Source: an optimization exercise on an open RTL-to-GDS flow (aim: small area). Production flows keep margins and buffers that such runs may drop.
The RTL was checked by simulation tests, not by an equivalence proof against the original design.
Power is estimated from default activity; no workload was simulated.

<file path="flow/run.sh">
#!/bin/bash
# The standard layout (the standard.sh: the standard synthesis, then
# floorplan, placement, CTS, routing and finish), with two changes:
#  - port buffers of the smallest buffer cell (buffer_ports -buffer_cell)
#    rather than the delay-cell buffer buffer_ports picks by default;
#  - CTS without dummy loads and with sink clusters of at most 20 flip-flops
#    within 100 um.
# make's full output goes to standard_flow.log here; each ORFS step keeps its
# own log under orfs/logs.
set -euo pipefail
bash standard.sh \
    "BUFFER_PORTS_ARGS=-buffer_cell sky130_fd_sc_hd__buf_1" \
    "CTS_ARGS=-sink_clustering_enable -repair_clock_nets -dont_use_dummy_load -sink_clustering_size 20 -sink_clustering_max_diameter 100" \
    finish > standard_flow.log 2>&1
</file>
<file path="standard.sh">
#!/bin/bash
# synth_recipe.tcl (not shown) runs the flow's synth.tcl, then flattens the netlist and writes it again
# the make line also repeats each setting of config.mk as NAME=value (left out here)
make -C /OpenROAD-flow-scripts/flow DESIGN_CONFIG=/design/flow/config.mk WORK_HOME=/design/flow/orfs CLKGATE_MAP_FILE= SYNTH_SCRIPT=/design/flow/synth_recipe.tcl "${@:-finish}"
</file>
<file path="config.mk">
export PLATFORM = sky130hd
export DESIGN_NAME = cw_acc_bank
export DESIGN_NICKNAME = cw_acc_bank
export VERILOG_FILES = /design/flow/design.v
export SDC_FILE = /design/flow/constraint.sdc
export NUM_CORES = 4
export LEC_CHECK = 0
export CAP_MARGIN = 20
export CORE_MARGIN = 2
export CORE_UTILIZATION = 45
export PLACE_DENSITY = 0.55
export SLEW_MARGIN = 20
</file>
<file path="constraint.sdc">
create_clock -name core_clock -period 12.0 [get_ports {clk}]
set_input_delay 2.4000 -clock core_clock [delete_from_list [all_inputs] [get_ports {clk}]]
set_output_delay 2.4000 -clock core_clock [all_outputs]
set_load 0.01 [all_outputs]
</file>
<file path="design.v">
module cw_acc (
    input  wire        clk,
    input  wire        rst,
    input  wire        smp_valid,
    input  wire [2:0]  smp_ch,
    input  wire [15:0] smp_code,
    input  wire [15:0] d_code,
    input  wire [30:0] d_sq,
    input  wire        d_sat,
    input  wire        abt_valid,
    input  wire [2:0]  abt_ch,
    input  wire [1:0]  tb_period,
    input  wire [1:0]  tb_half,
    input  wire [5:0]  hs,
    input  wire        cfg_wr,
    input  wire        cfg_run,
    input  wire [2:0]  cfg_input,
    input  wire [1:0]  cfg_closure,
    input  wire [4:0]  cfg_g,        
    input  wire [23:0] cfg_nlen,     
    output reg         running,
    output reg         rec_valid,
    output wire [39:0] rec_sum,
    output wire [55:0] rec_sumsq,
    output wire [23:0] rec_count,
    output wire [15:0] rec_min,
    output wire [15:0] rec_max,
    output wire [15:0] rec_aborts,
    output wire [3:0]  rec_flags      
);
    localparam CL_PERIOD = 2'd0, CL_HALF = 2'd1, CL_TIME = 2'd2, CL_ONESHOT = 2'd3;
    reg [2:0]  a_input;
    reg [1:0]  a_closure;
    reg [4:0]  a_g;
    reg        a_ntb;         
    reg        p_valid;
    reg [2:0]  p_input;
    reg [1:0]  p_closure;
    reg [4:0]  p_g;
    reg [23:0] p_nlen;
    reg [39:0] w_sum;
    reg [53:0] w_sumsq;
    reg [23:0] w_count;
    reg [15:0] w_min;
    reg [15:0] w_max;
    reg [15:0] w_aborts;
    reg        w_sat;
    reg        pend_hit;
    reg        pend_ab;
    reg        lag;           
    reg [23:0] u;
    wire wr    = cfg_wr & cfg_run;
    wire stop  = running & cfg_wr & ~cfg_run;
    wire start = ~running & wr;
    wire        pe_valid   = wr | p_valid;
    wire [2:0]  pe_input   = wr ? cfg_input   : p_input;
    wire [1:0]  pe_closure = wr ? cfg_closure : p_closure;
    wire [4:0]  pe_g       = wr ? cfg_g       : p_g;
    wire [23:0] pe_nlen    = wr ? cfg_nlen    : p_nlen;
    wire u_hi1  = &u[23:1];
    wire r_zero = u_hi1 & u[0];
    wire r_one  = u_hi1 & ~u[0];
    reg edge_close;
    always @(*) begin
        case (a_closure)
            CL_PERIOD: edge_close = tb_period[~a_ntb];
            CL_HALF:   edge_close = tb_half[~a_ntb];
            CL_TIME:   edge_close = r_zero;
            default:   edge_close = 1'b0;
        endcase
    end
    wire strobe_close = running & ~stop & edge_close;
    wire        use_new   = start | (strobe_close & pe_valid);
    wire [2:0]  e_input   = use_new ? pe_input   : a_input;
    wire [1:0]  e_closure = use_new ? pe_closure : a_closure;
    wire [4:0]  e_g       = use_new ? pe_g       : a_g;
    wire [2:0] bridge_hs = e_g[3] ? hs[5:3] : hs[2:0];
    wire [7:0] hs_x = {2'b11, hs};
    wire gate_ok = e_g[4] ? ({bridge_hs[0], bridge_hs[1], bridge_hs[2]} == e_g[2:0])
                          : hs_x[e_g[2:0]];
    wire active = (running & ~stop) | start;
    wire hit    = active & smp_valid & (smp_ch == e_input) & gate_ok;
    wire ab_hit = active & abt_valid & (abt_ch == e_input);
    wire a_hit  = hit & ~strobe_close;
    wire a_ab   = ab_hit & ~strobe_close;
    wire [15:0] l_code = lag ? d_code : 16'd0;
    wire [30:0] l_sq   = lag ? d_sq : 31'd0;
    wire [39:0] c_sum;
    wire [53:0] c_sumsq;
    cw_accadd #(.N(40), .M(16), .SGN(1), .K0(6), .K(5)) u_sum (
        .a(w_sum), .b(l_code), .s(c_sum));
    cw_accadd #(.N(54), .M(31), .SGN(0), .K0(8), .K(6)) u_sumsq (
        .a(w_sumsq), .b(l_sq), .s(c_sumsq));
    wire lt_min, gt_max;
    cw_lt #(.N(16)) u_lt_min (.a(d_code), .b(w_min), .lt(lt_min));
    cw_lt #(.N(16)) u_gt_max (.a(w_max), .b(d_code), .lt(gt_max));
    wire [15:0] c_min   = (lag & lt_min) ? d_code : w_min;
    wire [15:0] c_max   = (lag & gt_max) ? d_code : w_max;
    wire        c_sat   = w_sat | (lag & d_sat);
    wire        sel_w = running & ~rec_valid;
    wire        ph    = pend_hit;
    wire [39:0] b_sum    = sel_w ? c_sum    : (ph ? {{24{d_code[15]}}, d_code} : 40'd0);
    wire [53:0] b_sumsq  = sel_w ? c_sumsq  : (ph ? {23'd0, d_sq} : 54'd0);
    wire [23:0] b_count  = sel_w ? w_count  : {23'd0, ph};
    wire [15:0] b_min    = sel_w ? c_min    : (ph ? d_code : 16'h7FFF);
    wire [15:0] b_max    = sel_w ? c_max    : (ph ? d_code : 16'h8000);
    wire [15:0] b_aborts = sel_w ? w_aborts : {15'd0, pend_ab};
    wire        b_sat    = sel_w ? c_sat    : (ph & d_sat);
    wire [23:0] n_count;
    wire [15:0] n_aborts;
    cw_inc #(.N(24)) u_count (.a(b_count), .ci(a_hit), .s(n_count));
    cw_inc #(.N(16)) u_aborts (.a(b_aborts), .ci(a_ab & ~&b_aborts), .s(n_aborts));
    wire ovf_close  = a_hit & sel_w & (&w_count[23:1]) & ~w_count[0];
    wire shot_close = a_hit & running & (a_closure == CL_ONESHOT) & r_one;
    wire smp_close  = ovf_close | shot_close;
    wire        take    = use_new | (smp_close & pe_valid);
    wire        dec     = ~e_closure[0] | hit;
    wire [23:0] u_next;
    cw_inc #(.N(24)) u_u (
        .a((start | strobe_close | smp_close) ? pe_nlen : u),
        .ci(dec & ~smp_close), .s(u_next));
    always @(posedge clk) begin
        if (rst) begin
            running   <= 1'b0;
            p_valid   <= 1'b0;
            rec_valid <= 1'b0;
            pend_hit  <= 1'b0;
            pend_ab   <= 1'b0;
        end else begin
            rec_valid <= stop | strobe_close | smp_close;
            pend_hit  <= hit & strobe_close;
            pend_ab   <= ab_hit & strobe_close;
            if (start) begin
                running <= 1'b1;
                p_valid <= 1'b0;
            end else if (stop) begin
                running <= 1'b0;
                p_valid <= 1'b0;
            end else if (running) begin
                if (strobe_close) begin
                    p_valid <= 1'b0;
                end else if (smp_close) begin
                    p_valid <= 1'b0;
                    if (shot_close && !pe_valid)
                        running <= 1'b0;
                end else if (cfg_wr) begin
                    p_valid <= 1'b1;
                end
            end
        end
    end
    always @(posedge clk) begin
        if (take) begin
            a_input   <= pe_input;
            a_closure <= pe_closure;
            a_g       <= pe_g;
            a_ntb     <= pe_nlen[0];
        end
        if (wr) begin
            p_input   <= cfg_input;
            p_closure <= cfg_closure;
            p_g       <= cfg_g;
            p_nlen    <= cfg_nlen;
        end
        u <= u_next;
    end
    always @(posedge clk) begin
        lag      <= a_hit;
        w_sum    <= b_sum;
        w_sumsq  <= b_sumsq;
        w_count  <= n_count;
        w_min    <= b_min;
        w_max    <= b_max;
        w_aborts <= n_aborts;
        w_sat    <= b_sat;
    end
    assign rec_sum    = c_sum;
    assign rec_sumsq  = {2'b00, c_sumsq};
    assign rec_count  = w_count;
    assign rec_min    = c_min;
    assign rec_max    = c_max;
    assign rec_aborts = w_aborts;
    assign rec_flags  = {|w_aborts, ~running & ~lag, c_sat, &w_count};
endmodule
module cw_add #(
    parameter N  = 32,
    parameter K0 = 8,
    parameter K  = 8
) (
    input  wire [N-1:0] a,
    input  wire [N-1:0] b,
    output wire [N-1:0] s,
    output wire         co
);
    genvar i;
    generate
        for (i = 0; i < N; i = i + 1) begin : g
            wire ci;     
            wire pi;     
            wire bc;     
            wire s0, co, po;
            if (i == 0) begin : g_b0
                assign ci = 1'b0;
                assign pi = 1'b1;
                assign bc = 1'b0;
            end else if (i >= K0 && (i - K0) % K == 0) begin : g_bs
                assign ci = 1'b0;
                assign pi = 1'b1;
                assign bc = g[i-1].co | (g[i-1].bc & g[i-1].po);
            end else begin : g_bn
                assign ci = g[i-1].co;
                assign pi = g[i-1].po;
                assign bc = g[i-1].bc;
            end
            assign s0   = a[i] ^ b[i] ^ ci;
            assign co   = (a[i] & b[i]) | (ci & (a[i] ^ b[i]));
            assign po   = pi & s0;
            assign s[i] = s0 ^ (bc & pi);
        end
    endgenerate
    assign co = g[N-1].co | (g[N-1].bc & g[N-1].po);
endmodule
module cw_accadd #(
    parameter N   = 54,
    parameter M   = 31,
    parameter SGN = 0,
    parameter K0  = 10,
    parameter K   = 7
) (
    input  wire [N-1:0] a,
    input  wire [M-1:0] b,
    output wire [N-1:0] s
);
    wire cm;
    cw_add #(.N(M), .K0(K0), .K(K)) u_lo (.a(a[M-1:0]), .b(b), .s(s[M-1:0]), .co(cm));
    wire sb  = (SGN != 0) ? b[M-1] : 1'b0;
    wire inc = cm & ~sb;
    wire dec = ~cm & sb;
    genvar i;
    generate
        for (i = M; i < N; i = i + 1) begin : g
            wire p1;     
            wire p0;     
            if (i == M) begin : g_b0
                assign p1 = 1'b1;
                assign p0 = 1'b1;
            end else begin : g_bn
                assign p1 = g[i-1].p1 & a[i-1];
                assign p0 = g[i-1].p0 & ~a[i-1];
            end
            assign s[i] = a[i] ^ ((inc & p1) | (dec & p0));
        end
    endgenerate
endmodule
module cw_inc #(
    parameter N = 24
) (
    input  wire [N-1:0] a,
    input  wire         ci,
    output wire [N-1:0] s
);
    genvar i;
    generate
        for (i = 0; i < N; i = i + 1) begin : g
            wire c;
            if (i == 0) begin : g_b0
                assign c = ci;
            end else begin : g_bn
                assign c = g[i-1].c & a[i-1];
            end
            assign s[i] = a[i] ^ c;
        end
    endgenerate
endmodule
module cw_lt #(
    parameter N = 16
) (
    input  wire [N-1:0] a,
    input  wire [N-1:0] b,
    output wire         lt
);
    genvar i;
    generate
        for (i = 0; i < N; i = i + 1) begin : g
            wire bw;     
            wire ai = (i == N - 1) ? ~a[i] : a[i];
            wire bi = (i == N - 1) ? ~b[i] : b[i];
            if (i == 0) begin : g_b0
                assign bw = ~ai & bi;
            end else begin : g_bn
                assign bw = (~ai & bi) | (~(ai ^ bi) & g[i-1].bw);
            end
        end
    endgenerate
    assign lt = g[N-1].bw;
endmodule
module cw_acc_bank (
    input  wire         clk,
    input  wire         rst,
    input  wire         smp_valid,
    input  wire [2:0]   smp_ch,
    input  wire [15:0]  smp_code,
    input  wire         abt_valid,
    input  wire [2:0]   abt_ch,
    input  wire [1:0]   tb_period,
    input  wire [1:0]   tb_half,
    input  wire [5:0]   hs,
    input  wire         cfg_we,
    input  wire [2:0]   cfg_acc,
    input  wire [2:0]   cfg_input,
    input  wire [2:0]   cfg_closure,
    input  wire         cfg_tbase,
    input  wire [1:0]   cfg_gate,
    input  wire [7:0]   cfg_garg,
    input  wire [23:0]  cfg_length,
    input  wire         cfg_run,
    output reg          cfg_range,
    output wire [7:0]   acc_run,
    output wire [7:0]   rec_valid,
    output wire [319:0] rec_sum,
    output wire [447:0] rec_sumsq,
    output wire [191:0] rec_count,
    output wire [127:0] rec_min,
    output wire [127:0] rec_max,
    output wire [127:0] rec_aborts,
    output wire [31:0]  rec_flags
);
    reg cfg_ok;
    always @(*) begin
        cfg_ok = 1'b1;
        if (cfg_run) begin
            if (cfg_closure > 3'd3)
                cfg_ok = 1'b0;
            if (cfg_gate == 2'd3)
                cfg_ok = 1'b0;
            if (cfg_gate == 2'd1 && cfg_garg > 8'd5)
                cfg_ok = 1'b0;
            if (cfg_gate == 2'd2 && cfg_garg[6:3] != 4'd0)
                cfg_ok = 1'b0;
            if ((cfg_closure == 3'd2 || cfg_closure == 3'd3) && cfg_length < 24'd4)
                cfg_ok = 1'b0;
        end
    end
    always @(posedge clk) begin
        if (rst)
            cfg_range <= 1'b0;
        else
            cfg_range <= cfg_we & ~cfg_ok;
    end
    wire [23:0] cfg_nlen = ~(cfg_closure[1] ? cfg_length : {cfg_length[23:1], cfg_tbase});
    wire [4:0]  cfg_g   = {cfg_gate[1], cfg_garg[7],
                           (cfg_gate == 2'd0) ? 3'b111 : cfg_garg[2:0]};
    wire [30:0] smp_sq;
    cw_sq u_sq (.x(smp_code), .y(smp_sq));
    reg  [15:0] d_code;
    reg  [30:0] d_sq;
    always @(posedge clk) begin
        d_code <= smp_code;
        d_sq   <= smp_sq;
    end
    wire d_sat = (d_code == 16'h8000) || (d_code == 16'h7FFF);
    genvar k;
    generate
        for (k = 0; k < 8; k = k + 1) begin : g_acc
            cw_acc u_acc (
                .clk        (clk),
                .rst        (rst),
                .smp_valid  (smp_valid),
                .smp_ch     (smp_ch),
                .smp_code   (smp_code),
                .d_code     (d_code),
                .d_sq       (d_sq),
                .d_sat      (d_sat),
                .abt_valid  (abt_valid),
                .abt_ch     (abt_ch),
                .tb_period  (tb_period),
                .tb_half    (tb_half),
                .hs         (hs),
                .cfg_wr     (cfg_we && cfg_ok && cfg_acc == k),
                .cfg_run    (cfg_run),
                .cfg_input  (cfg_input),
                .cfg_closure(cfg_closure[1:0]),
                .cfg_g      (cfg_g),
                .cfg_nlen   (cfg_nlen),
                .running    (acc_run[k]),
                .rec_valid  (rec_valid[k]),
                .rec_sum    (rec_sum[40*k +: 40]),
                .rec_sumsq  (rec_sumsq[56*k +: 56]),
                .rec_count  (rec_count[24*k +: 24]),
                .rec_min    (rec_min[16*k +: 16]),
                .rec_max    (rec_max[16*k +: 16]),
                .rec_aborts (rec_aborts[16*k +: 16]),
                .rec_flags  (rec_flags[4*k +: 4])
            );
        end
    endgenerate
endmodule
module cw_sq (
    input  wire [15:0] x,
    output wire [30:0] y
);
    wire pp1;
    wire pp2;
    wire pp3;
    wire pp4;
    wire pp5;
    wire pp6;
    wire pp7;
    wire pp8;
    wire pp9;
    wire pp10;
    wire pp11;
    wire pp12;
    wire pp13;
    wire pp14;
    wire pp15;
    wire pp16;
    wire pp17;
    wire pp18;
    wire pp19;
    wire pp20;
    wire pp21;
    wire pp22;
    wire pp23;
    wire pp24;
    wire pp25;
    wire pp26;
    wire pp27;
    wire pp28;
    wire pp29;
    wire pp30;
    wire pp31;
    wire pp32;
    wire pp33;
    wire pp34;
    wire pp35;
    wire pp36;
    wire pp37;
    wire pp38;
    wire pp39;
    wire pp40;
    wire pp41;
    wire pp42;
    wire pp43;
    wire pp44;
    wire pp45;
    wire pp46;
    wire pp47;
    wire pp48;
    wire pp49;
    wire pp50;
    wire pp51;
    wire pp52;
    wire pp53;
    wire pp54;
    wire pp55;
    wire pp56;
    wire pp57;
    wire pp58;
    wire pp59;
    wire pp60;
    wire pp61;
    wire pp62;
    wire pp63;
    wire pp64;
    wire pp65;
    wire pp66;
    wire pp67;
    wire pp68;
    wire pp69;
    wire pp70;
    wire pp71;
    wire pp72;
    wire pp73;
    wire pp74;
    wire pp75;
    wire pp76;
    wire pp77;
    wire pp78;
    wire pp79;
    wire pp80;
    wire pp81;
    wire pp82;
    wire pp83;
    wire pp84;
    wire pp85;
    wire pp86;
    wire pp87;
    wire pp88;
    wire pp89;
    wire pp90;
    wire pp91;
    wire pp92;
    wire pp93;
    wire pp94;
    wire pp95;
    wire pp96;
    wire pp97;
    wire pp98;
    wire pp99;
    wire pp100;
    wire pp101;
    wire pp102;
    wire pp103;
    wire pp104;
    wire pp105;
    wire pn106;
    wire pn107;
    wire pn108;
    wire pn109;
    wire pn110;
    wire pn111;
    wire pn112;
    wire pn113;
    wire pn114;
    wire pn115;
    wire pn116;
    wire pn117;
    wire pn118;
    wire pn119;
    wire pn120;
    wire s121;
    wire c122;
    wire s123;
    wire c124;
    wire s125;
    wire c126;
    wire s127;
    wire c128;
    wire s129;
    wire c130;
    wire s131;
    wire c132;
    wire s133;
    wire c134;
    wire s135;
    wire c136;
    wire s137;
    wire c138;
    wire s139;
    wire c140;
    wire s141;
    wire c142;
    wire s143;
    wire c144;
    wire s145;
    wire c146;
    wire s147;
    wire c148;
    wire s149;
    wire c150;
    wire s151;
    wire c152;
    wire s153;
    wire c154;
    wire s155;
    wire c156;
    wire s157;
    wire c158;
    wire s159;
    wire c160;
    wire s161;
    wire c162;
    wire s163;
    wire c164;
    wire s165;
    wire c166;
    wire s167;
    wire c168;
    wire s169;
    wire c170;
    wire s171;
    wire c172;
    wire s173;
    wire c174;
    wire s175;
    wire c176;
    wire s177;
    wire c178;
    wire s179;
    wire c180;
    wire s181;
    wire c182;
    wire s183;
    wire c184;
    wire s185;
    wire c186;
    wire s187;
    wire c188;
    wire s189;
    wire c190;
    wire s191;
    wire c192;
    wire s193;
    wire c194;
    wire s195;
    wire c196;
    wire s197;
    wire c198;
    wire s199;
    wire c200;
    wire s201;
    wire c202;
    wire s203;
    wire c204;
    wire s205;
    wire c206;
    wire s207;
    wire c208;
    wire s209;
    wire c210;
    wire s211;
    wire c212;
    wire s213;
    wire c214;
    wire s215;
    wire c216;
    wire s217;
    wire c218;
    wire s219;
    wire c220;
    wire s221;
    wire c222;
    wire s223;
    wire c224;
    wire s225;
    wire c226;
    wire s227;
    wire c228;
    wire s229;
    wire c230;
    wire s231;
    wire c232;
    wire s233;
    wire c234;
    wire s235;
    wire c236;
    wire s237;
    wire c238;
    wire s239;
    wire c240;
    wire s241;
    wire c242;
    wire s243;
    wire c244;
    wire s245;
    wire c246;
    wire s247;
    wire c248;
    wire s249;
    wire c250;
    wire s251;
    wire c252;
    wire s253;
    wire c254;
    wire s255;
    wire c256;
    wire s257;
    wire c258;
    wire s259;
    wire c260;
    wire s261;
    wire c262;
    wire s263;
    wire c264;
    wire s265;
    wire c266;
    wire s267;
    wire c268;
    wire s269;
    wire c270;
    wire s271;
    wire c272;
    wire s273;
    wire c274;
    wire s275;
    wire c276;
    wire s277;
    wire c278;
    wire s279;
    wire c280;
    wire s281;
    wire c282;
    wire s283;
    wire c284;
    wire s285;
    wire c286;
    wire s287;
    wire c288;
    wire s289;
    wire c290;
    wire s291;
    wire c292;
    wire s293;
    wire c294;
    wire s295;
    wire c296;
    wire s297;
    wire c298;
    wire s299;
    wire c300;
    wire s301;
    wire c302;
    wire s303;
    wire c304;
    wire s305;
    wire c306;
    wire s307;
    wire c308;
    wire s309;
    wire c310;
    wire s311;
    wire c312;
    wire s313;
    wire c314;
    wire s315;
    wire c316;
    wire s317;
    wire c318;
    wire s319;
    wire c320;
    wire s321;
    wire c322;
    wire s323;
    wire c324;
    wire s325;
    wire c326;
    wire s327;
    wire c328;
    wire s329;
    wire c330;
    wire s331;
    wire c332;
    wire s333;
    wire c334;
    wire s335;
    wire c336;
    wire s337;
    wire c338;
    wire s339;
    wire c340;
    wire s341;
    wire c342;
    wire s343;
    wire c344;
    wire s345;
    wire c346;
    wire s347;
    wire c348;
    wire s349;
    wire c350;
    wire s351;
    wire c352;
    wire s353;
    wire c354;
    wire s355;
    wire c356;
    wire s357;
    wire c358;
    wire s359;
    wire c360;
    wire s361;
    wire c362;
    wire s363;
    wire c364;
    wire y365;
    wire t366;
    wire y367;
    wire p368;
    wire t369;
    wire y370;
    wire p371;
    wire t372;
    wire y373;
    wire p374;
    wire t375;
    wire y376;
    wire p377;
    wire t378;
    wire y379;
    wire p380;
    wire k381;
    wire s382;
    wire c383;
    wire s384;
    wire c385;
    wire s386;
    wire c387;
    wire s388;
    wire c389;
    wire s390;
    wire c391;
    wire s392;
    wire c393;
    wire y394;
    wire t395;
    wire y396;
    wire p397;
    wire t398;
    wire y399;
    wire p400;
    wire t401;
    wire y402;
    wire p403;
    wire t404;
    wire y405;
    wire p406;
    wire t407;
    wire y408;
    wire p409;
    wire k410;
    wire s411;
    wire c412;
    wire s413;
    wire c414;
    wire s415;
    wire c416;
    wire s417;
    wire c418;
    wire s419;
    wire c420;
    wire s421;
    wire c422;
    wire y423;
    wire t424;
    wire y425;
    wire p426;
    wire t427;
    wire y428;
    wire p429;
    wire t430;
    wire y431;
    wire p432;
    wire t433;
    wire y434;
    wire p435;
    wire t436;
    wire y437;
    wire p438;
    wire k439;
    wire s440;
    wire c441;
    wire y442;
    assign pp1 = x[0] & x[1];
    assign pp2 = x[0] & x[2];
    assign pp3 = x[0] & x[3];
    assign pp4 = x[0] & x[4];
    assign pp5 = x[0] & x[5];
    assign pp6 = x[0] & x[6];
    assign pp7 = x[0] & x[7];
    assign pp8 = x[0] & x[8];
    assign pp9 = x[0] & x[9];
    assign pp10 = x[0] & x[10];
    assign pp11 = x[0] & x[11];
    assign pp12 = x[0] & x[12];
    assign pp13 = x[0] & x[13];
    assign pp14 = x[0] & x[14];
    assign pp15 = x[1] & x[2];
    assign pp16 = x[1] & x[3];
    assign pp17 = x[1] & x[4];
    assign pp18 = x[1] & x[5];
    assign pp19 = x[1] & x[6];
    assign pp20 = x[1] & x[7];
    assign pp21 = x[1] & x[8];
    assign pp22 = x[1] & x[9];
    assign pp23 = x[1] & x[10];
    assign pp24 = x[1] & x[11];
    assign pp25 = x[1] & x[12];
    assign pp26 = x[1] & x[13];
    assign pp27 = x[1] & x[14];
    assign pp28 = x[2] & x[3];
    assign pp29 = x[2] & x[4];
    assign pp30 = x[2] & x[5];
    assign pp31 = x[2] & x[6];
    assign pp32 = x[2] & x[7];
    assign pp33 = x[2] & x[8];
    assign pp34 = x[2] & x[9];
    assign pp35 = x[2] & x[10];
    assign pp36 = x[2] & x[11];
    assign pp37 = x[2] & x[12];
    assign pp38 = x[2] & x[13];
    assign pp39 = x[2] & x[14];
    assign pp40 = x[3] & x[4];
    assign pp41 = x[3] & x[5];
    assign pp42 = x[3] & x[6];
    assign pp43 = x[3] & x[7];
    assign pp44 = x[3] & x[8];
    assign pp45 = x[3] & x[9];
    assign pp46 = x[3] & x[10];
    assign pp47 = x[3] & x[11];
    assign pp48 = x[3] & x[12];
    assign pp49 = x[3] & x[13];
    assign pp50 = x[3] & x[14];
    assign pp51 = x[4] & x[5];
    assign pp52 = x[4] & x[6];
    assign pp53 = x[4] & x[7];
    assign pp54 = x[4] & x[8];
    assign pp55 = x[4] & x[9];
    assign pp56 = x[4] & x[10];
    assign pp57 = x[4] & x[11];
    assign pp58 = x[4] & x[12];
    assign pp59 = x[4] & x[13];
    assign pp60 = x[4] & x[14];
    assign pp61 = x[5] & x[6];
    assign pp62 = x[5] & x[7];
    assign pp63 = x[5] & x[8];
    assign pp64 = x[5] & x[9];
    assign pp65 = x[5] & x[10];
    assign pp66 = x[5] & x[11];
    assign pp67 = x[5] & x[12];
    assign pp68 = x[5] & x[13];
    assign pp69 = x[5] & x[14];
    assign pp70 = x[6] & x[7];
    assign pp71 = x[6] & x[8];
    assign pp72 = x[6] & x[9];
    assign pp73 = x[6] & x[10];
    assign pp74 = x[6] & x[11];
    assign pp75 = x[6] & x[12];
    assign pp76 = x[6] & x[13];
    assign pp77 = x[6] & x[14];
    assign pp78 = x[7] & x[8];
    assign pp79 = x[7] & x[9];
    assign pp80 = x[7] & x[10];
    assign pp81 = x[7] & x[11];
    assign pp82 = x[7] & x[12];
    assign pp83 = x[7] & x[13];
    assign pp84 = x[7] & x[14];
    assign pp85 = x[8] & x[9];
    assign pp86 = x[8] & x[10];
    assign pp87 = x[8] & x[11];
    assign pp88 = x[8] & x[12];
    assign pp89 = x[8] & x[13];
    assign pp90 = x[8] & x[14];
    assign pp91 = x[9] & x[10];
    assign pp92 = x[9] & x[11];
    assign pp93 = x[9] & x[12];
    assign pp94 = x[9] & x[13];
    assign pp95 = x[9] & x[14];
    assign pp96 = x[10] & x[11];
    assign pp97 = x[10] & x[12];
    assign pp98 = x[10] & x[13];
    assign pp99 = x[10] & x[14];
    assign pp100 = x[11] & x[12];
    assign pp101 = x[11] & x[13];
    assign pp102 = x[11] & x[14];
    assign pp103 = x[12] & x[13];
    assign pp104 = x[12] & x[14];
    assign pp105 = x[13] & x[14];
    assign pn106 = x[15] & ~x[0];
    assign pn107 = x[15] & ~x[1];
    assign pn108 = x[15] & ~x[2];
    assign pn109 = x[15] & ~x[3];
    assign pn110 = x[15] & ~x[4];
    assign pn111 = x[15] & ~x[5];
    assign pn112 = x[15] & ~x[6];
    assign pn113 = x[15] & ~x[7];
    assign pn114 = x[15] & ~x[8];
    assign pn115 = x[15] & ~x[9];
    assign pn116 = x[15] & ~x[10];
    assign pn117 = x[15] & ~x[11];
    assign pn118 = x[15] & ~x[12];
    assign pn119 = x[15] & ~x[13];
    assign pn120 = x[15] & ~x[14];
    assign s121 = pp27 ^ pp38;
    assign c122 = pp27 & pp38;
    assign s123 = pp11 ^ pp23;
    assign c124 = pp11 & pp23;
    assign s125 = pp12 ^ pp24;
    assign c126 = pp12 & pp24;
    assign s127 = pp13 ^ pp25 ^ pp36;
    assign c128 = (pp13 & pp25) | (pp36 & (pp13 ^ pp25));
    assign s129 = pp46 ^ pp55;
    assign c130 = pp46 & pp55;
    assign s131 = pp14 ^ pp26 ^ pp37;
    assign c132 = (pp14 & pp26) | (pp37 & (pp14 ^ pp26));
    assign s133 = pp47 ^ pp56;
    assign c134 = pp47 & pp56;
    assign s135 = pp48 ^ pp57 ^ pp65;
    assign c136 = (pp48 & pp57) | (pp65 & (pp48 ^ pp57));
    assign s137 = pp72 ^ pp78 ^ x[8];
    assign c138 = (pp72 & pp78) | (x[8] & (pp72 ^ pp78));
    assign s139 = pn106 ^ x[15];
    assign c140 = pn106 & x[15];
    assign s141 = c122 ^ pp39 ^ pp49;
    assign c142 = (c122 & pp39) | (pp49 & (c122 ^ pp39));
    assign s143 = pp58 ^ pp66 ^ pp73;
    assign c144 = (pp58 & pp66) | (pp73 & (pp58 ^ pp66));
    assign s145 = pp79 ^ pn107;
    assign c146 = pp79 & pn107;
    assign s147 = pp50 ^ pp59 ^ pp67;
    assign c148 = (pp50 & pp59) | (pp67 & (pp50 ^ pp59));
    assign s149 = pp74 ^ pp80 ^ pp85;
    assign c150 = (pp74 & pp80) | (pp85 & (pp74 ^ pp80));
    assign s151 = x[9] ^ pn108;
    assign c152 = x[9] & pn108;
    assign s153 = pp60 ^ pp68 ^ pp75;
    assign c154 = (pp60 & pp68) | (pp75 & (pp60 ^ pp68));
    assign s155 = pp81 ^ pp86;
    assign c156 = pp81 & pp86;
    assign s157 = pp69 ^ pp76 ^ pp82;
    assign c158 = (pp69 & pp76) | (pp82 & (pp69 ^ pp76));
    assign s159 = pp87 ^ pp91;
    assign c160 = pp87 & pp91;
    assign s161 = pp77 ^ pp83;
    assign c162 = pp77 & pp83;
    assign s163 = pp84 ^ pp89;
    assign c164 = pp84 & pp89;
    assign s165 = pp7 ^ pp19;
    assign c166 = pp7 & pp19;
    assign s167 = pp8 ^ pp20;
    assign c168 = pp8 & pp20;
    assign s169 = pp9 ^ pp21 ^ pp32;
    assign c170 = (pp9 & pp21) | (pp32 & (pp9 ^ pp21));
    assign s171 = pp42 ^ pp51;
    assign c172 = pp42 & pp51;
    assign s173 = pp10 ^ pp22 ^ pp33;
    assign c174 = (pp10 & pp22) | (pp33 & (pp10 ^ pp22));
    assign s175 = pp43 ^ pp52;
    assign c176 = pp43 & pp52;
    assign s177 = pp34 ^ pp44 ^ pp53;
    assign c178 = (pp34 & pp44) | (pp53 & (pp34 ^ pp44));
    assign s179 = pp61 ^ x[6] ^ s123;
    assign c180 = (pp61 & x[6]) | (s123 & (pp61 ^ x[6]));
    assign s181 = c124 ^ pp35 ^ pp45;
    assign c182 = (c124 & pp35) | (pp45 & (c124 ^ pp35));
    assign s183 = pp54 ^ pp62 ^ s125;
    assign c184 = (pp54 & pp62) | (s125 & (pp54 ^ pp62));
    assign s185 = c126 ^ pp63 ^ pp70;
    assign c186 = (c126 & pp63) | (pp70 & (c126 ^ pp63));
    assign s187 = x[7] ^ s127 ^ s129;
    assign c188 = (x[7] & s127) | (s129 & (x[7] ^ s127));
    assign s189 = c128 ^ c130 ^ pp64;
    assign c190 = (c128 & c130) | (pp64 & (c128 ^ c130));
    assign s191 = pp71 ^ s131 ^ s133;
    assign c192 = (pp71 & s131) | (s133 & (pp71 ^ s131));
    assign s193 = c132 ^ c134 ^ s121;
    assign c194 = (c132 & c134) | (s121 & (c132 ^ c134));
    assign s195 = s135 ^ s137 ^ s139;
    assign c196 = (s135 & s137) | (s139 & (s135 ^ s137));
    assign s197 = c136 ^ c138 ^ c140;
    assign c198 = (c136 & c138) | (c140 & (c136 ^ c138));
    assign s199 = s141 ^ s143 ^ s145;
    assign c200 = (s141 & s143) | (s145 & (s141 ^ s143));
    assign s201 = c142 ^ c144 ^ c146;
    assign c202 = (c142 & c144) | (c146 & (c142 ^ c144));
    assign s203 = s147 ^ s149 ^ s151;
    assign c204 = (s147 & s149) | (s151 & (s147 ^ s149));
    assign s205 = c148 ^ c150 ^ c152;
    assign c206 = (c148 & c150) | (c152 & (c148 ^ c150));
    assign s207 = pn109 ^ s153 ^ s155;
    assign c208 = (pn109 & s153) | (s155 & (pn109 ^ s153));
    assign s209 = c154 ^ c156 ^ x[10];
    assign c210 = (c154 & c156) | (x[10] & (c154 ^ c156));
    assign s211 = pn110 ^ s157 ^ s159;
    assign c212 = (pn110 & s157) | (s159 & (pn110 ^ s157));
    assign s213 = c158 ^ c160 ^ pp88;
    assign c214 = (c158 & c160) | (pp88 & (c158 ^ c160));
    assign s215 = pp92 ^ pn111 ^ s161;
    assign c216 = (pp92 & pn111) | (s161 & (pp92 ^ pn111));
    assign s217 = c162 ^ pp93 ^ pp96;
    assign c218 = (c162 & pp93) | (pp96 & (c162 ^ pp93));
    assign s219 = x[11] ^ pn112 ^ s163;
    assign c220 = (x[11] & pn112) | (s163 & (x[11] ^ pn112));
    assign s221 = c164 ^ pp90 ^ pp94;
    assign c222 = (c164 & pp90) | (pp94 & (c164 ^ pp90));
    assign s223 = pp97 ^ pn113;
    assign c224 = pp97 & pn113;
    assign s225 = pp95 ^ pp98 ^ pp100;
    assign c226 = (pp95 & pp98) | (pp100 & (pp95 ^ pp98));
    assign s227 = x[12] ^ pn114;
    assign c228 = x[12] & pn114;
    assign s229 = pp99 ^ pp101;
    assign c230 = pp99 & pp101;
    assign s231 = pp102 ^ pp103;
    assign c232 = pp102 & pp103;
    assign s233 = pp5 ^ pp17;
    assign c234 = pp5 & pp17;
    assign s235 = pp6 ^ pp18;
    assign c236 = pp6 & pp18;
    assign s237 = pp30 ^ pp40 ^ x[4];
    assign c238 = (pp30 & pp40) | (x[4] & (pp30 ^ pp40));
    assign s239 = c166 ^ pp31 ^ pp41;
    assign c240 = (c166 & pp31) | (pp41 & (c166 ^ pp31));
    assign s241 = c168 ^ x[5] ^ s169;
    assign c242 = (c168 & x[5]) | (s169 & (c168 ^ x[5]));
    assign s243 = c170 ^ c172 ^ s173;
    assign c244 = (c170 & c172) | (s173 & (c170 ^ c172));
    assign s245 = c174 ^ c176 ^ s177;
    assign c246 = (c174 & c176) | (s177 & (c174 ^ c176));
    assign s247 = c178 ^ c180 ^ s181;
    assign c248 = (c178 & c180) | (s181 & (c178 ^ c180));
    assign s249 = c182 ^ c184 ^ s185;
    assign c250 = (c182 & c184) | (s185 & (c182 ^ c184));
    assign s251 = c186 ^ c188 ^ s189;
    assign c252 = (c186 & c188) | (s189 & (c186 ^ c188));
    assign s253 = c190 ^ c192 ^ s193;
    assign c254 = (c190 & c192) | (s193 & (c190 ^ c192));
    assign s255 = c194 ^ c196 ^ s197;
    assign c256 = (c194 & c196) | (s197 & (c194 ^ c196));
    assign s257 = c198 ^ c200 ^ s201;
    assign c258 = (c198 & c200) | (s201 & (c198 ^ c200));
    assign s259 = c202 ^ c204 ^ s205;
    assign c260 = (c202 & c204) | (s205 & (c202 ^ c204));
    assign s261 = c206 ^ c208 ^ s209;
    assign c262 = (c206 & c208) | (s209 & (c206 ^ c208));
    assign s263 = c210 ^ c212 ^ s213;
    assign c264 = (c210 & c212) | (s213 & (c210 ^ c212));
    assign s265 = c214 ^ c216 ^ s217;
    assign c266 = (c214 & c216) | (s217 & (c214 ^ c216));
    assign s267 = c218 ^ c220 ^ s221;
    assign c268 = (c218 & c220) | (s221 & (c218 ^ c220));
    assign s269 = c222 ^ c224 ^ s225;
    assign c270 = (c222 & c224) | (s225 & (c222 ^ c224));
    assign s271 = c226 ^ c228 ^ pn115;
    assign c272 = (c226 & c228) | (pn115 & (c226 ^ c228));
    assign s273 = c230 ^ x[13] ^ pn116;
    assign c274 = (c230 & x[13]) | (pn116 & (c230 ^ x[13]));
    assign s275 = c232 ^ pp104;
    assign c276 = c232 & pp104;
    assign s277 = pp105 ^ x[14];
    assign c278 = pp105 & x[14];
    assign s279 = pp3 ^ pp15;
    assign c280 = pp3 & pp15;
    assign s281 = pp4 ^ pp16;
    assign c282 = pp4 & pp16;
    assign s283 = pp28 ^ x[3] ^ s233;
    assign c284 = (pp28 & x[3]) | (s233 & (pp28 ^ x[3]));
    assign s285 = c234 ^ pp29 ^ s235;
    assign c286 = (c234 & pp29) | (s235 & (c234 ^ pp29));
    assign s287 = c236 ^ s165 ^ s237;
    assign c288 = (c236 & s165) | (s237 & (c236 ^ s165));
    assign s289 = c238 ^ s167 ^ s239;
    assign c290 = (c238 & s167) | (s239 & (c238 ^ s167));
    assign s291 = c240 ^ s171 ^ s241;
    assign c292 = (c240 & s171) | (s241 & (c240 ^ s171));
    assign s293 = c242 ^ s175 ^ s243;
    assign c294 = (c242 & s175) | (s243 & (c242 ^ s175));
    assign s295 = c244 ^ s179 ^ s245;
    assign c296 = (c244 & s179) | (s245 & (c244 ^ s179));
    assign s297 = c246 ^ s183 ^ s247;
    assign c298 = (c246 & s183) | (s247 & (c246 ^ s183));
    assign s299 = c248 ^ s187 ^ s249;
    assign c300 = (c248 & s187) | (s249 & (c248 ^ s187));
    assign s301 = c250 ^ s191 ^ s251;
    assign c302 = (c250 & s191) | (s251 & (c250 ^ s191));
    assign s303 = c252 ^ s195 ^ s253;
    assign c304 = (c252 & s195) | (s253 & (c252 ^ s195));
    assign s305 = c254 ^ s199 ^ s255;
    assign c306 = (c254 & s199) | (s255 & (c254 ^ s199));
    assign s307 = c256 ^ s203 ^ s257;
    assign c308 = (c256 & s203) | (s257 & (c256 ^ s203));
    assign s309 = c258 ^ s207 ^ s259;
    assign c310 = (c258 & s207) | (s259 & (c258 ^ s207));
    assign s311 = c260 ^ s211 ^ s261;
    assign c312 = (c260 & s211) | (s261 & (c260 ^ s211));
    assign s313 = c262 ^ s215 ^ s263;
    assign c314 = (c262 & s215) | (s263 & (c262 ^ s215));
    assign s315 = c264 ^ s219 ^ s265;
    assign c316 = (c264 & s219) | (s265 & (c264 ^ s219));
    assign s317 = c266 ^ s223 ^ s267;
    assign c318 = (c266 & s223) | (s267 & (c266 ^ s223));
    assign s319 = c268 ^ s227 ^ s269;
    assign c320 = (c268 & s227) | (s269 & (c268 ^ s227));
    assign s321 = c270 ^ s229 ^ s271;
    assign c322 = (c270 & s229) | (s271 & (c270 ^ s229));
    assign s323 = c272 ^ s231 ^ s273;
    assign c324 = (c272 & s231) | (s273 & (c272 ^ s231));
    assign s325 = c274 ^ pn117 ^ s275;
    assign c326 = (c274 & pn117) | (s275 & (c274 ^ pn117));
    assign s327 = c276 ^ pn118 ^ s277;
    assign c328 = (c276 & pn118) | (s277 & (c276 ^ pn118));
    assign s329 = c278 ^ pn119;
    assign c330 = c278 & pn119;
    assign s331 = pn120 ^ x[15];
    assign c332 = pn120 & x[15];
    assign s333 = pp1 ^ x[1] ^ 1'b0;
    assign c334 = (pp1 & x[1]) | (1'b0 & (pp1 ^ x[1]));
    assign s335 = pp2 ^ c334;
    assign c336 = pp2 & c334;
    assign s337 = x[2] ^ s279 ^ c336;
    assign c338 = (x[2] & s279) | (c336 & (x[2] ^ s279));
    assign s339 = c280 ^ s281 ^ c338;
    assign c340 = (c280 & s281) | (c338 & (c280 ^ s281));
    assign s341 = c282 ^ s283 ^ c340;
    assign c342 = (c282 & s283) | (c340 & (c282 ^ s283));
    assign s343 = c284 ^ s285 ^ c342;
    assign c344 = (c284 & s285) | (c342 & (c284 ^ s285));
    assign s345 = c286 ^ s287 ^ c344;
    assign c346 = (c286 & s287) | (c344 & (c286 ^ s287));
    assign s347 = c288 ^ s289 ^ c346;
    assign c348 = (c288 & s289) | (c346 & (c288 ^ s289));
    assign s349 = c290 ^ s291 ^ c348;
    assign c350 = (c290 & s291) | (c348 & (c290 ^ s291));
    assign s351 = c292 ^ s293 ^ c350;
    assign c352 = (c292 & s293) | (c350 & (c292 ^ s293));
    assign s353 = c294 ^ s295 ^ 1'b0;
    assign c354 = (c294 & s295) | (1'b0 & (c294 ^ s295));
    assign s355 = c296 ^ s297 ^ c354;
    assign c356 = (c296 & s297) | (c354 & (c296 ^ s297));
    assign s357 = c298 ^ s299 ^ c356;
    assign c358 = (c298 & s299) | (c356 & (c298 ^ s299));
    assign s359 = c300 ^ s301 ^ c358;
    assign c360 = (c300 & s301) | (c358 & (c300 ^ s301));
    assign s361 = c302 ^ s303 ^ c360;
    assign c362 = (c302 & s303) | (c360 & (c302 ^ s303));
    assign s363 = c304 ^ s305 ^ c362;
    assign c364 = (c304 & s305) | (c362 & (c304 ^ s305));
    assign y365 = s353 ^ c352;
    assign t366 = c352 & s353;
    assign y367 = s355 ^ t366;
    assign p368 = s353 & s355;
    assign t369 = c352 & p368;
    assign y370 = s357 ^ t369;
    assign p371 = p368 & s357;
    assign t372 = c352 & p371;
    assign y373 = s359 ^ t372;
    assign p374 = p371 & s359;
    assign t375 = c352 & p374;
    assign y376 = s361 ^ t375;
    assign p377 = p374 & s361;
    assign t378 = c352 & p377;
    assign y379 = s363 ^ t378;
    assign p380 = p377 & s363;
    assign k381 = c364 | (c352 & p380);
    assign s382 = c306 ^ s307 ^ 1'b0;
    assign c383 = (c306 & s307) | (1'b0 & (c306 ^ s307));
    assign s384 = c308 ^ s309 ^ c383;
    assign c385 = (c308 & s309) | (c383 & (c308 ^ s309));
    assign s386 = c310 ^ s311 ^ c385;
    assign c387 = (c310 & s311) | (c385 & (c310 ^ s311));
    assign s388 = c312 ^ s313 ^ c387;
    assign c389 = (c312 & s313) | (c387 & (c312 ^ s313));
    assign s390 = c314 ^ s315 ^ c389;
    assign c391 = (c314 & s315) | (c389 & (c314 ^ s315));
    assign s392 = c316 ^ s317 ^ c391;
    assign c393 = (c316 & s317) | (c391 & (c316 ^ s317));
    assign y394 = s382 ^ k381;
    assign t395 = k381 & s382;
    assign y396 = s384 ^ t395;
    assign p397 = s382 & s384;
    assign t398 = k381 & p397;
    assign y399 = s386 ^ t398;
    assign p400 = p397 & s386;
    assign t401 = k381 & p400;
    assign y402 = s388 ^ t401;
    assign p403 = p400 & s388;
    assign t404 = k381 & p403;
    assign y405 = s390 ^ t404;
    assign p406 = p403 & s390;
    assign t407 = k381 & p406;
    assign y408 = s392 ^ t407;
    assign p409 = p406 & s392;
    assign k410 = c393 | (k381 & p409);
    assign s411 = c318 ^ s319 ^ 1'b0;
    assign c412 = (c318 & s319) | (1'b0 & (c318 ^ s319));
    assign s413 = c320 ^ s321 ^ c412;
    assign c414 = (c320 & s321) | (c412 & (c320 ^ s321));
    assign s415 = c322 ^ s323 ^ c414;
    assign c416 = (c322 & s323) | (c414 & (c322 ^ s323));
    assign s417 = c324 ^ s325 ^ c416;
    assign c418 = (c324 & s325) | (c416 & (c324 ^ s325));
    assign s419 = c326 ^ s327 ^ c418;
    assign c420 = (c326 & s327) | (c418 & (c326 ^ s327));
    assign s421 = c328 ^ s329 ^ c420;
    assign c422 = (c328 & s329) | (c420 & (c328 ^ s329));
    assign y423 = s411 ^ k410;
    assign t424 = k410 & s411;
    assign y425 = s413 ^ t424;
    assign p426 = s411 & s413;
    assign t427 = k410 & p426;
    assign y428 = s415 ^ t427;
    assign p429 = p426 & s415;
    assign t430 = k410 & p429;
    assign y431 = s417 ^ t430;
    assign p432 = p429 & s417;
    assign t433 = k410 & p432;
    assign y434 = s419 ^ t433;
    assign p435 = p432 & s419;
    assign t436 = k410 & p435;
    assign y437 = s421 ^ t436;
    assign p438 = p435 & s421;
    assign k439 = c422 | (k410 & p438);
    assign s440 = c330 ^ s331 ^ 1'b0;
    assign c441 = (c330 & s331) | (1'b0 & (c330 ^ s331));
    assign y442 = s440 ^ k439;
    assign y[0] = x[0];
    assign y[1] = 1'b0;
    assign y[2] = s333;
    assign y[3] = s335;
    assign y[4] = s337;
    assign y[5] = s339;
    assign y[6] = s341;
    assign y[7] = s343;
    assign y[8] = s345;
    assign y[9] = s347;
    assign y[10] = s349;
    assign y[11] = s351;
    assign y[12] = y365;
    assign y[13] = y367;
    assign y[14] = y370;
    assign y[15] = y373;
    assign y[16] = y376;
    assign y[17] = y379;
    assign y[18] = y394;
    assign y[19] = y396;
    assign y[20] = y399;
    assign y[21] = y402;
    assign y[22] = y405;
    assign y[23] = y408;
    assign y[24] = y423;
    assign y[25] = y425;
    assign y[26] = y428;
    assign y[27] = y431;
    assign y[28] = y434;
    assign y[29] = y437;
    assign y[30] = y442;
endmodule
</file>
==> results of run 1 <==
## kinds of logic after synthesis
family	share of synthesized area (%)
flops	37.6
buf+inv	5.99
compound gates	9.23
other cells	0.00347
simple gates	19.2
mux	4.67
fa+ha+maj	18.0
xor+xnor	5.34
## metrics by stage
step / hold slack (ps) / instance area, um2
floorplan: 408 / 108000
global placement: 419 / 116000
detailed placement: 427 / 116000
CTS: 447 / 119000
global route: 472 / 119000
finish: 449 / 119000
## synthesized netlist by cell type (all sizes together), types with 88 or more instances
| cell | n | area share [%] |
|---|---|---|
| a21o | 107 | 0.74 |
| a21oi | 172 | 0.80 |
| a22o | 177 | 1.4 |
| and2 | 732 | 4.2 |
| buf | 229 | 1.4 |
| clkbuf | 542 | 1.9 |
| dfxtp | 1894 | 35 |
| edfxtp | 88 | 2.4 |
| fa | 403 | 7.5 |
| ha | 906 | 11 |
| inv | 780 | 2.7 |
| mux2 | 361 | 3.8 |
| nand2 | 1896 | 6.6 |
| nand3 | 445 | 2.1 |
| nand4 | 180 | 1.0 |
| nor2 | 345 | 1.2 |
| nor3 | 121 | 0.56 |
| nor4 | 88 | 0.52 |
| o21ai | 534 | 2.5 |
| o22a | 127 | 1.0 |
| xnor2 | 388 | 3.1 |
| xor2 | 270 | 2.2 |
## worst max-delay path, delay by kind of cell, from the launching register on
kind                     cells  cell delay (ps)
AND/OR/NAND/NOR             16             4430
adder cells (fa/ha/maj)      7             1990
buffers and inverters        5              520
flip-flops                   1              470
AO/OA/AOI/OAI                2              370
XOR/XNOR                     1              250
multiplexers                 1              180
## power groups by stage
stage / Combinational [mW] / Sequential, mW / Clock (mW)
global placement: 1.52 / 7.21 / 0
finish: 1.57 / 7.06 / 4.04
detailed placement: 1.55 / 7.21 / 0
global route: 1.69 / 7.08 / 4.32
CTS: 1.56 / 7.06 / 4.13
floorplan: 0.897 / 7.11 / 0
## state kept, by name, summed over array words and instances (netlist names), 128 cells and up
register	cells
g_acc.u_acc.w_sumsq	432
g_acc.u_acc.w_sum	320
g_acc.u_acc.p_nlen	192
g_acc.u_acc.u	192
g_acc.u_acc.w_count	192
g_acc.u_acc.w_aborts	128
g_acc.u_acc.w_max	128
g_acc.u_acc.w_min	128
## layout make-up
| type | instances | area, um2 |
|---|---|---|
| antenna | 10 | 25.0 |
| clock buffer | 115 | 2880 |
| fill | 22800 | 119000 |
| inverter | 783 | 2940 |
| multi-input combinational | 8175 | 61300 |
| sequential | 1982 | 40600 |
| tap | 3167 | 3960 |
| timing repair buffer | 1704 | 7340 |
## placed cells by master, fill, tap and decap left out, types with 25 or more instances in the layout
master / n
buf_1: 1453
edfxtp_1: 88
xnor2_1: 388
nand3b_1: 25
nor3_1: 121
buf_4: 245
and3_1: 72
and4_1: 47
nand3_1: 445
o21ai_0: 529
nand4_1: 180
mux2_2: 343
o22a_1: 127
or2_2: 37
a21o_1: 107
xor2_1: 270
mux2i_1: 85
a22o_1: 177
a21oi_1: 167
ha_1: 906
nor2b_1: 47
nand2b_1: 62
a211oi_1: 26
fa_1: 403
dfxtp_1: 1862
nor2_1: 330
or3_1: 48
and2_1: 727
inv_1: 779
nand2_1: 1895
o21a_1: 75
nor4_1: 82
clkbuf_16: 115
## path summary, 6_finish.rpt
kind	start	endpoint	slack, ps	cells past startpoint
hold reg to reg	g_acc[2].u_acc.p_closure[1]	g_acc[2].u_acc.p_closure[1]	450	2
setup reg to reg	g_acc[7].u_acc.a_closure[1]	g_acc[7].u_acc.u[23]	2370	35
hold / removal	g_acc[2].u_acc.p_closure[1]	g_acc[2].u_acc.p_closure[1]	450	2
setup / recovery	g_acc[0].u_acc.lag	rec_sum[38]	600	32
## per-layer routing
layer,vias to the layer above,global-route usage [%],wire [um]
met1,44000,41.9,172000
met5,-,0,234
li1,41200,-,-
met4,38,18.4,27800
met3,803,10.9,42400
met2,3166,55.1,196000
==> notes.md, run 1 <==
* Outcome: finished clean
* Die area at between 200000 and 250000 um2
* Netlist cell types at 100
* Gp weighted congestion at between 0.9 and 1
* Setup_tns at 0 ps
* Initial antenna violation count at 48
* Drt wl/cell at roughly 28 um
* Mapped cell area at 108000 um2
* Worst-Margin Slew at roughly 1200 ps
* CP required at around 9600 ps
* CP max-delay cell: or4b_1
* VDD IR max at roughly 0.12 mV
* Port-buffer cells at about 1500
* Core area at between 200000 and 250000 um2
* CP most frequent cell: fa_1
* Fin. max-slew vios at 0
* Residual DRC at 0
* Fin crit period at 11400 ps
* GRT Residual Overflow at 0
* Vias per cell at ~5.6
* Util after Layout at 50.0%
* I/O pins at 1475
* CTS-repair resized insts at 0
* Comb power frac at between 10% and 20%
* Post-CTS Setup Inserts at 0
* RSZ-0062 raised after global routing: false
* Post-synth EDFFs at 88
* Vias in the first global route at between 80000 and 90000
* Die H at about 490 um
* Row cnt at about 180
* Critical path class: reg -> out
* Clk sinks at 1982
* Final WS setup at between 500 and 600 ps
* Largest net degree at the start of global routing at roughly 140
* Router iterations before antenna repair at 5
* Placed cells at roughly 16000
* Final std cells w/o fill at around 16000
* H-tree Lvls at 3
* Post-Route WL at around 440000 um
* Initial core utilization at 45.3%
* Layout overhead on the synthesized area at 10.3%
* Pwr Density at ~110 nW/um2
* Relative slew slack at a little under a fifth
* CP startpoint kind: flop
* TritonCTS clock tree: done
* DR iter-0 viols at about 7300
* CP Capture Type: primary output
* Die width at roughly 500 um
* Final Hold Fails at 0
* Final Power at around 13 mW
* Switching Fraction at approximately 28%
* Clock transition at path regs at about 90 ps
* Sequential share of power at between 50% and 60%
* Leak at 50.5 nW
* CTS Buffer Depth at 3
* Sequential fraction of the synthesis area at a little under two fifths
* Post-synth ARST share at 0%
* First-pass GRT wire length at between 600000 and 700000 um
* Hold/Removal Path Class: reg -> reg
* Layout cells sized above 1 at under 10%
* Post-Synthesis Cells at roughly 12000
* Post-layout nets at roughly 14000
* Primary FF master, synth: dfxtp_1
* Final setup vio count at 0
* Slowest Stage Delay on Critical Path at between 500 and 600 ps
* Clock power frac at 31.9%
* Fmax at between 80 and 90 MHz
* Max_cap viols at 0
* Worst EP arrival at around 9000 ps
* Final Skew at roughly 110 ps
* Pre-CTS setup slack at between 200 and 300 ps
* Post-route clock period utilization at a little over nine tenths
* Total CTS buffers at ~120
* HPWL after detailed placement at around 340000 um
* Syn Area/Cell at between 9 and 10 um2
* Clk Latency, worst-skew pair at between 800 and 900 ps
* Critical-path maximum fanout at 18
* Pint at slightly above 9 mW
* Final ANT Viol Nets at 0
* # hold bufs at CTS at 0
* NetSw at between 3 and 4 mW
* Via count at 89200
* Seq cells post-synth at between 1500 and 2000
* Clock Tree Root: clkbuf_16
* Gr usage total at between 30% and 40%
* Synthesis Warnings at 2
==> inputs of run 2 (changes only) <==
==> flow/run.sh (replaced) <==
#!/bin/bash
# The standard layout (the standard.sh: the standard synthesis, then
# floorplan, placement, CTS, routing and finish), with two changes:
#  - port buffers of the smallest buffer cell (buffer_ports -buffer_cell)
#    rather than the delay-cell buffer buffer_ports picks by default;
#  - CTS without dummy loads and with sink clusters of at most 20 flip-flops
#    within 150 um.
# make's full output goes to standard_flow.log here; each ORFS step keeps its
# own log under orfs/logs.
set -euo pipefail
bash standard.sh \
    "BUFFER_PORTS_ARGS=-buffer_cell sky130_fd_sc_hd__buf_1" \
    "CTS_ARGS=-sink_clustering_enable -repair_clock_nets -dont_use_dummy_load -sink_clustering_size 20 -sink_clustering_max_diameter 150" \
    finish > standard_flow.log 2>&1
==> run 2 against run 1 <==
Cell count about the same. Flip-flop and latch count stayed put. Sequential share of layout area barely moved. First-iteration DRC count rose by 2.9%. Die area is the same. Global-route usage about the same. Utilization shrank 0.059 points. Sequential power is essentially flat. Via count about the same. Fmax decreased by 0.37%. Clock skew up 4.7 ps. Critical endpoint unchanged. Largest power group unchanged.
==> notes.md, run 2 <==
* Post-CTS Setup Inserts at 0
* Post-route clock period utilization at between 90% and 100%
* Core area at ~240000 um2
* Setup_tns at 0 ps
* Reg-to-reg slack, setup at 2500 ps
* Commonest non-fill, non-tap cell in the layout: nand2_1
* Most frequent cell after synthesis: nand2_1
* Pwr Density at 106 nW/um2
* CP startpoint kind: flop
* Critical path class: reg -> out
* Post-Synthesis Cells at between 10000 and 15000
* Reg-to-reg endpoint: g_acc[7].u_acc.u[23]
* Min-delay src: g_acc[2].u_acc.p_closure[1]
* Via count at 89200
* Util after Layout at about 50%
* Netlist cell types at 100
* Final Hold Fails at 0
* CP most frequent cell: fa_1
* Largest net degree at the start of global routing at about 140
* Post-Route WL at roughly 440000 um
* Post-synth EDFFs at between 80 and 90
* Router iterations before antenna repair at 6
* I/O pins at approximately 1500
* CP max-delay cell: or4b_1
* Clock transition at path regs at approximately 90 ps
* Clk Latency, worst-skew pair at 850 ps
* Most frequent cells after synthesis: nand2_1 (1896), dfxtp_1 (1894), ha_1 (906)
* Critical-path maximum fanout at 19
* Leak at between 50 and 60 nW
* Gp weighted congestion at between 0.9 and 1
* Area contributors post-synth: dfxtp_1 (35%), ha_1 (11%), fa_1 (7.5%)
* DR iter-0 viols at roughly 7500
* Worst EP arrival at between 9000 and 10000 ps
* Yosys top cell by area: dfxtp_1
* Flip-flop count of the largest register after layout at 432
* Fmax at between 80 and 90 MHz
* Seq cells post-synth at 1982
* Final setup vio count at 0
* Fin crit period at ~11000 ps
* Syn Area/Cell at roughly 9.2 um2
* TritonCTS clock tree: done
* Hold/Removal Path Class: reg -> reg
* Port-buffer cells at ~1500
* Post-layout nets at ~14000
* Final Skew at around 120 ps
* GRT Residual Overflow at 0
* Reg2Reg Depth at 35
* VDD IR max at about 0.14 mV
* Mapped cell area at 108000 um2
* Clock Tree Root: clkbuf_16
* HPWL after detailed placement at between 300000 and 400000 um
* # hold bufs at CTS at 0
* Gr usage total at between 30% and 40%
* CP Capture Type: primary output
* Vias per cell at 5.60
* Total CTS buffers at between 100 and 150
* Hold WS at approximately 450 ps
* CTS Buffer Depth at 3
* R2r startpoint: g_acc[7].u_acc.a_closure[1]
* Clk sinks at roughly 2000
* Slowest Stage Delay on Critical Path at about 530 ps
* Biggest regs: g_acc.u_acc.w_sumsq: 432 flops, g_acc.u_acc.w_sum: 320 flops
* Hold Path Depth at 2
* Final std cells w/o fill at ~16000
* Top reg by flops: g_acc.u_acc.w_sumsq
* Placed cells at between 15000 and 20000
* Vias in the first global route at 85500
* CTS-repair resized insts at 0
* Row cnt at roughly 180
* CP required at roughly 9600 ps
* Layout overhead on the synthesized area at 10.2%
* Final ANT Viol Nets at 0
* Most frequent cells in the layout: nand2_1 (1895), dfxtp_1 (1862), buf_1 (1453), ha_1 (906), inv_1 (779)
* Worst-Margin Slew at 1170 ps
* Die H at between 400 and 500 um
* Top-area cell type share of the netlist area at about a third
* Drt wl/cell at roughly 27 um
* H-tree Lvls at 3
* Residual DRC at 0
* Layout cells sized above 1 at between 6 and 7%
* Sequential fraction of the synthesis area at ~38%
* Post-synth ARST share at 0%
* Initial core utilization at around 45%
* Hold Path Sink: g_acc[2].u_acc.p_closure[1]
* Primary FF master, synth: dfxtp_1
* Synthesis Warnings at 2
* First-pass GRT wire length at just over 600000 um
* Die area at ~240000 um2
* Outcome: finished clean
* Max_cap viols at 0
* Initial antenna violation count at 48
* Fin. max-slew vios at 0
* Die width at between 400 and 500 um
* Relative slew slack at between 20% and 30%
* RSZ-0062 raised after global routing: false
## run 2: through the flow
step,worst slack [ps],instance area (um2),power [mW]
global route,66.2,119000,13.0
CTS,458,119000,12.6
detailed placement,257,116000,8.76
floorplan,843,108000,8.00
finish,555,119000,12.5
global placement,317,116000,8.72
## run 2: report_power, final
group / total, mW / switching [mW] / internal, mW / leakage (nW)
logic: 1.57 / 1.06 / 0.509 / 33.0
registers: 7.06 / 0.190 / 6.87 / 16.2
clock network: 3.92 / 2.31 / 1.61 / 1.34
total: 12.5 / 3.56 / 8.99 / 50.5
## run 2: metal layers
metal  global-route usage (%)  vias up  wire, um
li1                         -    41200         -
met1                     42.2    44100    173000
met2                     54.9     3161    196000
met3                     10.5      786     40800
met4                     18.4       40     27800
met5                        0        -       253
## run 2: final cells by class
class | count | area (um2)
flip-flops and latches | 1982 | 40600
repair buffers | 1704 | 7340
diodes | 17 | 42.5
clock buffers | 109 | 2730
well taps | 3167 | 3960
multi-input cells | 8175 | 61300
inverters | 783 | 2940
fillers | 22800 | 119000
## run 2: worst max path at each step
stage	to	cells after the start	slack, ps	from
after floorplan	g_acc[5].u_acc.u[23]	40	840	cfg_garg[5]
after global placement	g_acc[0].u_acc.u[23]	39	320	cfg_garg[5]
after detailed placement	g_acc[0].u_acc.u[23]	39	260	cfg_garg[5]
after CTS	rec_sum[38]	32	460	g_acc[0].u_acc.lag
after global routing	rec_sum[38]	32	70	g_acc[0].u_acc.lag
final	rec_sum[38]	32	550	g_acc[0].u_acc.lag
## run 2: critical path: cells and delay by family, from the launching register on
family,cells,cell delay (ps)
compound gates,2,370
xor+xnor,1,240
fa+ha+maj,7,1990
buf+inv,5,500
flops,1,470
mux,1,180
simple gates,16,4430
## run 2: cells by family after synthesis
group                    count (synthesis)  synth area share [%]
other                                    1               0.00347
AO/OA/AOI/OAI                         1481                  9.23
multiplexers                           452                  4.67
buffers and inverters                 1554                  5.99
flip-flops                            1982                  37.6
adder cells (fa/ha/maj)               1309                  18.0
AND/OR/NAND/NOR                       4259                  19.2
XOR/XNOR                               658                  5.34
==> inputs of run 3 (changes only) <==
--- a/config.mk
+++ b/config.mk
@@ -7,6 +7,6 @@
 export LEC_CHECK = 0
 export CAP_MARGIN = 20
 export CORE_MARGIN = 2
-export CORE_UTILIZATION = 45
-export PLACE_DENSITY = 0.55
+export CORE_UTILIZATION = 55
+export PLACE_DENSITY = 0.65
 export SLEW_MARGIN = 20
==> run 3 against run 2 <==
First-iteration DRC count grew 7.7%. Cell area shrank 0.61%. Clock-buffer cell count is the same. Flip-flop and latch count is the same. Still clean on timing, DRC and antenna. Via count grew 1.2%. Largest cell class unchanged. Non-clock buffer count shrank 6. Synthesized cell count is the same.
==> notes.md, run 3 <==
* Sequential fraction of the synthesis area at ~38%
* DR iter-0 viols at about 8000
* Pre-CTS setup slack at 293 ps
* Final setup vio count at 0
* Die width at 447 um
* Row cnt at around 160
* Die area at roughly 200000 um2
* Pwr Density at approximately 110 nW/um2
* Mapped cell area at ~110000 um2
* Via count at roughly 90000
* Vias in the first global route at between 80000 and 90000
* Layout cells sized above 1 at between 6 and 7%
* Post-route clock period utilization at 94.1%
* Seq cells post-synth at 1982
* Fin. max-slew vios at 0
* Commonest non-fill, non-tap cell in the layout: nand2_1
* CTS-repair resized insts at 0
* Clk Latency, worst-skew pair at between 800 and 900 ps
* Post-synth ARST share at 0%
* Setup_tns at 0 ps
* Slowest Stage Delay on Critical Path at 490 ps
* Final std cells w/o fill at 15400
* CP Capture Type: primary output
* Reg-to-reg slack, setup at roughly 2100 ps
* H-tree Lvls at 3
* CP max-delay cell: dfxtp_2
* CTS Buffer Depth at 3
* R2r startpoint: g_acc[7].u_acc.a_closure[1]
* Reg2Reg Depth at 34
* Top reg by flops: g_acc.u_acc.w_sumsq
* # hold bufs at CTS at 0
* Final Skew at approximately 100 ps
* Clock transition at path regs at about 100 ps
* Clk sinks at 1982
* Primary FF master, synth: dfxtp_1
* Post-synth EDFFs at 88
* Netlist cell types at 100
* Gr usage total at between 40% and 50%
* Fmax at about 90 MHz
* Yosys top cell by area: dfxtp_1
* CP startpoint kind: flop
* RSZ-0062 raised after global routing: false
* Post-CTS Setup Inserts at 0
* Clock Tree Root: clkbuf_16
* Hold Path Depth at 2
* Outcome: finished clean
* Router iterations before antenna repair at 6
* Area after DPL at roughly 120000 um2
* GRT Residual Overflow at 0
* CP required at 9600 ps
* Port-buffer cells at between 1000 and 1500
* Initial antenna violation count at 46
* GRT met2 Usage at just over 60%
* Total CTS buffers at 109
* CP most frequent cell: fa_1
* Die H at roughly 450 um
* Final Power at approximately 12 mW
* Critical path class: reg -> out
* Hold Path Sink: g_acc[7].u_acc.p_closure[1]
* Core area at about 190000 um2
* Final ANT Viol Nets at 0
* Syn Area/Cell at just over 9 um2
* Flip-flop count of the largest register after layout at ~430
* Most frequent cell after synthesis: nand2_1
* First-pass GRT wire length at 595000 um
* Post-Synthesis Cells at between 10000 and 15000
* Met1 usage at approximately half
* I/O pins at roughly 1500
* Initial core utilization at a little under three fifths
* VDD IR max at approximately 0.13 mV
* Post-Route WL at between 400000 and 500000 um
* Global-route track usage on met3 at between 10 and 15%
* HPWL after detailed placement at 329000 um
* Most frequent cells after synthesis: nand2_1 (1896), dfxtp_1 (1894), ha_1 (906)
* Layout overhead on the synthesized area at 9.52%
* Drt wl/cell at about 27 um
* Largest net degree at the start of global routing at 139
* Min-delay src: g_acc[7].u_acc.p_closure[1]
* Final WS setup at a little over 700 ps
* Top-area cell type share of the netlist area at a little over a third
* Busiest layer in global routing: met2
* Leak at about 50 nW
* Gp weighted congestion at approximately 1.0
* Final Hold Fails at 0
* Fin crit period at 11290 ps
* Area contributors post-synth: dfxtp_1 (35%), ha_1 (11%), fa_1 (7.5%)
* Most frequent cells in the layout: nand2_1 (1896), dfxtp_1 (1863), buf_1 (1455), ha_1 (906), inv_1 (779)
* Synthesis Warnings at 2
* Post-route cell area at around 120000 um2
* Worst EP arrival at around 8900 ps
* Reg-to-reg endpoint: g_acc[7].u_acc.u[23]
* Placed cells at around 15000
* Vias per cell at about 6
* Post-layout nets at approximately 14000
* Critical-path maximum fanout at 8
* Hold/Removal Path Class: reg -> reg
* Relative slew slack at 19.3%
* Residual DRC at 0
* Max_cap viols at 0
* TritonCTS clock tree: done
* Worst-Margin Slew at around 1200 ps
* Biggest regs: g_acc.u_acc.w_sumsq: 432 flops, g_acc.u_acc.w_sum: 320 flops
==> run 3: changes by cell type in the layout (fill, tap and decap cells not counted), sizes merged <==
cell,before,now
buf,1699,1696
clkbuf,114,111
diode,17,16
==> run 3: kinds of logic (layout without fill, tap and decap cells) <==
group / Yosys count / count (layout) / synth area share (%)
xor gates and xnor gates: 658 / 658 / 5.34
buffers and inverters: 1554 / 2590 / 5.99
AOI/OAI and AO/OA: 1481 / 1481 / 9.23
muxes: 452 / 452 / 4.67
adders and majority gates: 1309 / 1309 / 18.0
DFF: 1982 / 1982 / 37.6
other: 1 / 32 / 0.00347
and+or+nand+nor: 4259 / 4259 / 19.2
==> run 3: power by group <==
group          switching, mW  internal [mW]  total, mW
combinational          0.957          0.505       1.46
clock                   2.28           1.61       3.89
sequential             0.261           6.87       7.13
total                   3.50           8.99       12.5
==> run 3: worst max-delay path by stage <==
stage | end | cells past startpoint | startpoint
final | rec_sum[118] | 32 | g_acc[2].u_acc.lag
after global routing | rec_sum[38] | 32 | d_code[0]
after CTS | rec_sum[118] | 32 | g_acc[2].u_acc.lag
after detailed placement | g_acc[0].u_acc.u[23] | 39 | cfg_garg[5]
after global placement | g_acc[0].u_acc.u[23] | 39 | cfg_garg[5]
after floorplan | g_acc[5].u_acc.u[23] | 40 | cfg_garg[5]
==> run 3: layout make-up <==
| cell class | instances | area (um2) |
|---|---|---|
| Fill cell | 17300 | 76800 |
| Multi-Input combinational cell | 8175 | 61300 |
| Sequential cell | 1982 | 40600 |
| Timing Repair Buffer | 1698 | 7310 |
| Tap cell | 2624 | 3280 |
| Inverter | 783 | 2940 |
| Clock buffer | 109 | 2730 |
| Antenna cell | 16 | 40.0 |
==> run 3: through the flow <==
| stage | hold slack [ps] | util [%] |
|---|---|---|
| global placement | 418 | 59.2 |
| detailed placement | 430 | 59.2 |
| CTS | 451 | 60.6 |
| global route | 469 | 60.6 |
| floorplan | 408 | - |
| finish | 449 | 60.6 |
==> run 3: routing by layer <==
metal,vias to the layer above,share of wire (%)
met5,-,0.049
met4,34,7.8
met3,1024,11
met2,3761,43
met1,44400,38
li1,41100,-
==> run 3: worst max-delay path, delay by kind of cell, from the launching register on <==
kind	cells	cell delay, ps
AND/OR/NAND/NOR	16	4120
AO/OA/AOI/OAI	2	400
buffers and inverters	5	480
flip-flops	1	490
adder cells (fa/ha/maj)	7	2030
XOR/XNOR	1	320
multiplexers	1	180

-- afterwards: timing with drivers on the ports --
No port has a modelled driver above. Below, the same layouts with a new extraction and two added sets of constraints. Step 1 sets driving cells, clkbuf_16 on the clock port and buf_2 on the other inputs (assumed; they add their load-dependent delay and slew). Step 2 times the ports against the registers' clock, not the clock port: input delays grow and output delays shrink by t, the midpoint of the rising clock arrivals with the driver on. Three values: no drivers, after step 1, after step 2; two values: the first two.
run | t (ns) | slack for setup (ns) | clock arrival spread, ns | worst data-port slew with drivers (ns)
run 1 | 0.893 | 0.597 / 0.495 / 0.213 | 0.117 / 0.117 | 0.28
run 2 | 0.894 | 0.555 / 0.454 / 0.215 | 0.117 / 0.117 | 0.29
run 3 | 0.903 | 0.710 / 0.607 / 0.203 | 0.108 / 0.107 | 0.37
After both steps every run listed still meets setup and hold. For run 3, which loses most, drivers alone change the setup slack by -0.103 ns; drivers and shift together by -0.507 ns.
